From an optimization exercise on the open Yosys and OpenROAD flow, aimed at small area, a short achievable clock period and few clock cycles per item; shortcuts taken in it are not production practice. RTL that was checked went through simulation tests only; none was proved equivalent to the original.

Design sht_codegen, start of the top module:
module sht_codegen (
  input  wire         clk,
  input  wire         rst,           
  input  wire [127:0] key,           
  input  wire         req_valid,
  output wire         req_ready,
  input  wire         req_fixed,     
  input  wire [31:0]  req_frame,     
  input  wire [31:0]  req_salt,      
  input  wire [5:0]   req_addr,      
  input  wire [23:0]  req_train,     
  input  wire [5:0]   req_pulses,    
  input  wire [4:0]   req_window,    
  output wire         off_valid,
  input  wire         off_ready,
  output wire [9:0]   off_data,      
  output wire         off_last,      
  output reg  [15:0]  keychk,
  output reg          keychk_valid
);
export LEC_CHECK = 0
export CAP_MARGIN = 20
export CELL_PAD_IN_SITES_DETAIL_PLACEMENT = 2
export CELL_PAD_IN_SITES_GLOBAL_PLACEMENT = 2
export CORE_MARGIN = 2
export CORE_UTILIZATION = 30
export CTS_CLUSTER_DIAMETER = 200
export CTS_CLUSTER_SIZE = 20
export PLACE_DENSITY = 0.5
export SETUP_SLACK_MARGIN = 5
export SLEW_MARGIN = 20
create_clock -name core_clock -period 12.0 [get_ports {clk}]
standard.sh (not shown) runs the stock make flow with config.mk's settings and CLKGATE_MAP_FILE= SYNTH_SCRIPT=/design/flow/synth_recipe.tcl, a recipe that flattens the netlist after the stock synthesis.
==> flow/flow/run.sh <==
#!/bin/bash
set -euo pipefail
W=$(pwd)
export FLOW_ABC_SCRIPT="$W/flow/abc.script"
export FLOW_REF_SYNTH="$W/synth_recipe.tcl"
bash standard.sh SYNTH_SCRIPT="$W/flow/synth_abc.tcl" synth > "$W/synth.log" 2>&1
bash standard.sh SETUP_SLACK_MARGIN=8.25 finish > "$W/layout.log" 2>&1
==> flow/flow/abc.script <==
strash
&get -n
&dch -f
&nf
&put
==> flow/flow/synth_abc.tcl <==
# The standard flow's synthesis script (synth_recipe.tcl), with ABC's mapping script
# replaced by flow/abc.script. Everything else, flip-flop mapping included,
# is unchanged.
proc abc {args} {
  set i [lsearch -exact $args -script]
  if { $i >= 0 } {
    lset args [expr { $i + 1 }] $::env(FLOW_ABC_SCRIPT)
  }
  yosys abc {*}$args
}
source $::env(FLOW_REF_SYNTH)
Testbench counts at the start, summed over its fixed seeds: cycles 37,634, items 25,639.
Edit:
--- a/flow/design.v
+++ b/flow/design.v
@@ -223,15 +223,15 @@
   wire [1:0]   ini_d  = (ini != 2'd0) ? ini - 2'd1 : 2'd0;
   wire [4:0]   c_d    = !adv ? c : (c == 5'd19) ? 5'd0 : c + 5'd1;
   wire         go_d   = oa_empty && ob_empty;
   wire         chk_d  = chk_pending && !ld_a;
   wire         bv_d   = b_load ? req_valid : b_valid;
   wire [1:0]   jblk_d = take ? (ld_lastb ? 2'd0 : jblk + 2'd1) : jblk;
   wire [1:0]   lb_d   = b_load ? pulses_m1[4:3] : b_lastblk;
-  wire         adv_d  = (ini_d == 2'd0 || ini_d == 2'd1) && (c_d != 5'd0 || go_d);
+  wire         adv_d  = (ini_d == 2'd0) && (c_d != 5'd0 || go_d);
   wire         rdy_d  = !bv_d || ((jblk_d == lb_d) &&
                         ((c_d == 5'd0 && adv_d && !chk_d) || c_d == 5'd1));
   wire [127:0] pt = chk_pending ? 128'd0 : {base, 32'd0, jblk};
   wire         o_adv = !ov || off_ready;
   wire         e_adv = !ev || o_adv;
   wire         sel_a = !oa_empty;
   wire [15:0]  ra    = oa[16*oa_slot +: 16];
@@ -250,15 +250,15 @@
   wire [20:0]  s3    = es ^ ec ^ ep4;
   wire [20:0]  c3    = {(es[19:0] & ec[19:0]) | (es[19:0] & ep4[19:0]) | (ec[19:0] & ep4[19:0]), 1'b0};
   wire [20:0]  prod  = s3 + c3;
   always @(posedge clk) begin
     if (rst) begin
       b_valid      <= 1'b0;
       jblk         <= 2'd0;
-      ini          <= 2'd3;
+      ini          <= 2'd2;
       c            <= 5'd0;
       go_q         <= 1'b0;
       adv_q        <= 1'b0;
       ld_q         <= 1'b0;
       k1_q         <= 1'b0;
       rdy_q        <= 1'b1;
       chk_pending  <= 1'b1;
@@ -309,20 +309,20 @@
     if (b_load) begin
       base      <= {req_frame, req_salt, req_addr, req_train};
       b_lastblk <= pulses_m1[4:3];
       b_lastcnt <= pulses_m1[2:0];
       b_win     <= req_window;
       b_fixed   <= req_fixed;
     end
-    if (ini == 2'd3)
-      rk <= key;
     if (ini == 2'd2)
-      w  <= swm;
+      s <= pt ^ key;
     if (ini == 2'd1)
-      wk <= sw;
+      x <= sm;
+    if (ld_a && chk_pending)
+      wk <= {sr[55:48], sr[79:72], sr[103:96], sr[31:24]};
     if (adv) begin
       x <= sm;
       if (ld_q)
         s <= pt ^ key;
       else
         s <= s_round;
       if (c[0])
Effect: Critical path depth increases by 3. Wire length decreases by 5.5%. Non-clock buffer count increases by 2. Core utilization decreases by 0.55 points. Count of clock-buffer cells in the layout decreases by 34. Cell area decreases by 2.7%. Sequential share of layout area increases by 3.3 points. Synthesized cell count decreases by 8.8%.
Testbench counts after the change, summed over its fixed seeds: cycles 37,634, items 25,639.

---

Another version of the RTL of sht_codegen (not shown whole).
For scale: ~6200 cells after synthesis, about 1100 flip-flops, about 270 I/O pins, roughly 0.072 sq mm of cells after synthesis.
==> flow/config.mk <==
export PLATFORM = sky130hd
export DESIGN_NAME = sht_codegen
export DESIGN_NICKNAME = sht_codegen
export VERILOG_FILES = /design/flow/design.v
export SDC_FILE = /design/flow/constraint.sdc
export NUM_CORES = 4
export LEC_CHECK = 0
export ABC_AREA = 1
export CAP_MARGIN = 20
export CELL_PAD_IN_SITES_DETAIL_PLACEMENT = 2
export CELL_PAD_IN_SITES_GLOBAL_PLACEMENT = 2
export CORE_MARGIN = 2
export CORE_UTILIZATION = 30
export PLACE_DENSITY = 0.5
export SETUP_SLACK_MARGIN = 5
export SLEW_MARGIN = 20
==> flow/constraint.sdc <==
create_clock -name core_clock -period 12.0 [get_ports {clk}]
set_input_delay 2.4000 -clock core_clock [delete_from_list [all_inputs] [get_ports {clk}]]
set_output_delay 2.4000 -clock core_clock [all_outputs]
set_load 0.01 [all_outputs]
==> flow/flow/run.sh <==
#!/bin/bash
# Own layout flow: the standard flow (standard.sh), except that the
# synthesis maps the combinational logic with an area-oriented ABC script
# (flow/abc.script) that keeps the XOR gates of the AES datapath as XOR
# cells. Registers are mapped before ABC runs, so they are the standard
# synthesis's. Each step's output goes to a log file in this folder.
set -euo pipefail
W=$(pwd)
export FLOW_ABC_SCRIPT="$W/flow/abc.script"
export FLOW_REF_SYNTH="$W/synth_recipe.tcl"
bash standard.sh SYNTH_SCRIPT="$W/flow/synth_abc.tcl" synth > "$W/synth.log" 2>&1
bash standard.sh SETUP_SLACK_MARGIN=8.5 finish > "$W/layout.log" 2>&1
Scripts as last shown in full above: flow/flow/abc.script, flow/flow/synth_abc.tcl
Testbench counts at the start, summed over its fixed seeds: cycles 37,634, items 25,639.
Then changed:
--- a/flow/design.v
+++ b/flow/design.v
@@ -161,24 +161,25 @@
   reg  [4:0]   ja_win;
   reg          jb_v, jb_last, jb_fixed;
   reg  [2:0]   jb_cnt;
   reg  [4:0]   jb_win;
   reg  [127:0] oa, ob;
   reg  [3:0]   oa_rem, ob_rem;      
   reg  [2:0]   oa_slot, ob_slot;    
   reg          oa_last, ob_last;    
   reg  [4:0]   oa_win, ob_win;
   reg          oa_fixed, ob_fixed;
   reg          ev;
   reg  [20:0]  es, ec;       
+  reg  [15:0]  ep;
   reg          ef, el;
   reg          ov;
   reg  [9:0]   od;
   reg          ol;
   wire [287:0] sm;
   wire [127:0] sr, mc;
   wire [71:0]  swm;
   wire [127:0] rk_next;
   reg  [7:0]   rcon;
   sht_aes_sub     u_sub (.s_in(s), .sm(sm));
   sht_aes_mix     u_mix (.sm(x), .sr(sr), .mc(mc));
   sht_key_subword u_ksw (.w3(rk[31:0]), .swm(swm));
@@ -232,32 +233,32 @@
   wire [127:0] pt = chk_pending ? 128'd0 : {base, 32'd0, jblk};
   wire         o_adv = !ov || off_ready;
   wire         e_adv = !ev || o_adv;
   wire         sel_a = !oa_empty;
   wire [15:0]  ra    = oa[16*oa_slot +: 16];
   wire [15:0]  rb    = ob[16*ob_slot +: 16];
   wire [15:0]  rsel  = sel_a ? ra : rb;
   wire [4:0]   wsel  = sel_a ? oa_win : ob_win;
   wire [20:0]  pp0   = wsel[0] ? {5'd0, rsel}        : 21'd0;
   wire [20:0]  pp1   = wsel[1] ? {4'd0, rsel, 1'b0}  : 21'd0;
   wire [20:0]  pp2   = wsel[2] ? {3'd0, rsel, 2'b0}  : 21'd0;
   wire [20:0]  pp3   = wsel[3] ? {2'd0, rsel, 3'b0}  : 21'd0;
-  wire [20:0]  pp4   = wsel[4] ? {1'd0, rsel, 4'b0}  : 21'd0;
   wire [20:0]  s1    = pp0 ^ pp1 ^ pp2;
   wire [20:0]  c1    = {(pp0[19:0] & pp1[19:0]) | (pp0[19:0] & pp2[19:0]) | (pp1[19:0] & pp2[19:0]), 1'b0};
   wire [20:0]  s2    = s1 ^ c1 ^ pp3;
   wire [20:0]  c2    = {(s1[19:0] & c1[19:0]) | (s1[19:0] & pp3[19:0]) | (c1[19:0] & pp3[19:0]), 1'b0};
-  wire [20:0]  s3    = s2 ^ c2 ^ pp4;
-  wire [20:0]  c3    = {(s2[19:0] & c2[19:0]) | (s2[19:0] & pp4[19:0]) | (c2[19:0] & pp4[19:0]), 1'b0};
-  wire [20:0]  prod  = es + ec;
+  wire [20:0]  ep4   = {1'b0, ep, 4'b0};
+  wire [20:0]  s3    = es ^ ec ^ ep4;
+  wire [20:0]  c3    = {(es[19:0] & ec[19:0]) | (es[19:0] & ep4[19:0]) | (ec[19:0] & ep4[19:0]), 1'b0};
+  wire [20:0]  prod  = s3 + c3;
   always @(posedge clk) begin
     if (rst) begin
       b_valid      <= 1'b0;
       jblk         <= 2'd0;
       ini          <= 2'd3;
       c            <= 5'd0;
       go_q         <= 1'b0;
       adv_q        <= 1'b0;
       ld_q         <= 1'b0;
       k1_q         <= 1'b0;
       rdy_q        <= 1'b1;
       chk_pending  <= 1'b1;
@@ -338,33 +339,35 @@
         jb_cnt   <= ld_lastb ? b_lastcnt : 3'd7;
         jb_win   <= b_win;
         jb_fixed <= b_fixed;
       end
       if (o_adv) begin
         ov <= ev;
         od <= ef ? 10'd0 : prod[20:11];
         ol <= el;
       end
       if (e_adv) begin
         ev <= !oa_empty || !ob_empty;
         if (sel_a) begin
-          es      <= s3;
-          ec      <= c3;
+          es      <= s2;
+          ec      <= c2;
+          ep      <= wsel[4] ? rsel : 16'd0;
           ef      <= oa_fixed;
           el      <= oa_last && (oa_rem == 4'd1);
           oa_slot <= oa_slot + 3'd1;
           oa_rem  <= oa_rem - 4'd1;
         end else begin
-          es      <= s3;
-          ec      <= c3;
+          es      <= s2;
+          ec      <= c2;
+          ep      <= wsel[4] ? rsel : 16'd0;
           ef      <= ob_fixed;
           el      <= ob_last && (ob_rem == 4'd1);
           if (!ob_empty) begin
             ob_slot <= ob_slot + 3'd1;
             ob_rem  <= ob_rem - 4'd1;
           end
         end
       end
     end
   end
   assign off_valid = ov;
   assign off_data  = od;
Outcome:
- routed wire length rises by 1.5%
- via count came out higher by 0.52%
- sequential share of layout area hardly moves
- clock-buffer cell count shrinks by 6
- register-to-register slack improves by 0.18 ns
- cell count came out higher by 0.65%
- core utilization is higher by 0.21 points
- critical path depth drops by 11
- synthesized cell count rose by 0.65%
- first-iteration DRC count decreases by 1.1%
- design area went up by 1.5%
Function not checked in the second run of this note: the RTL went through the layout flow alone.

[re-timing with driven ports]
No port has a modelled driver above. Below, the same layouts with a new extraction and two added sets of constraints.
Step 1 (the two cells are an assumption about what drives the block):
set clk [get_ports {clk}]
set_driving_cell -lib_cell sky130_fd_sc_hd__clkbuf_16 $clk
set_driving_cell -lib_cell sky130_fd_sc_hd__buf_2 [delete_from_list [all_inputs] $clk]
Step 2 adds t to the input delays and takes it off the output delays; t is the mean of the earliest and latest rising clock arrival at the registers after step 1. Input paths then give back, and output paths get back, about the clock's delay inside the block.
Slacks: no drivers / after step 1 / after step 2; pairs: no drivers / after step 1.
| run | t, ns | setup slack, ns | worst register clock-pin slew, ns |
|---|---|---|---|
| the first run of note 1 | 0.824 | 8.233 / 8.138 / 7.398 | 0.11 / 0.11 |
| the second run of note 1 | 0.820 | 8.134 / 8.201 / 7.381 | 0.11 / 0.11 |
| the first run of note 2 | 0.905 | 8.026 / 8.026 / 7.636 | 0.07 / 0.07 |
| the second run of note 2 | 0.903 | 8.164 / 8.067 / 7.645 | 0.07 / 0.07 |
After both steps setup and hold are still met in every run listed. For the first run of note 1, which loses most, drivers alone change the setup slack by -0.095 ns; drivers and shift together by -0.835 ns.
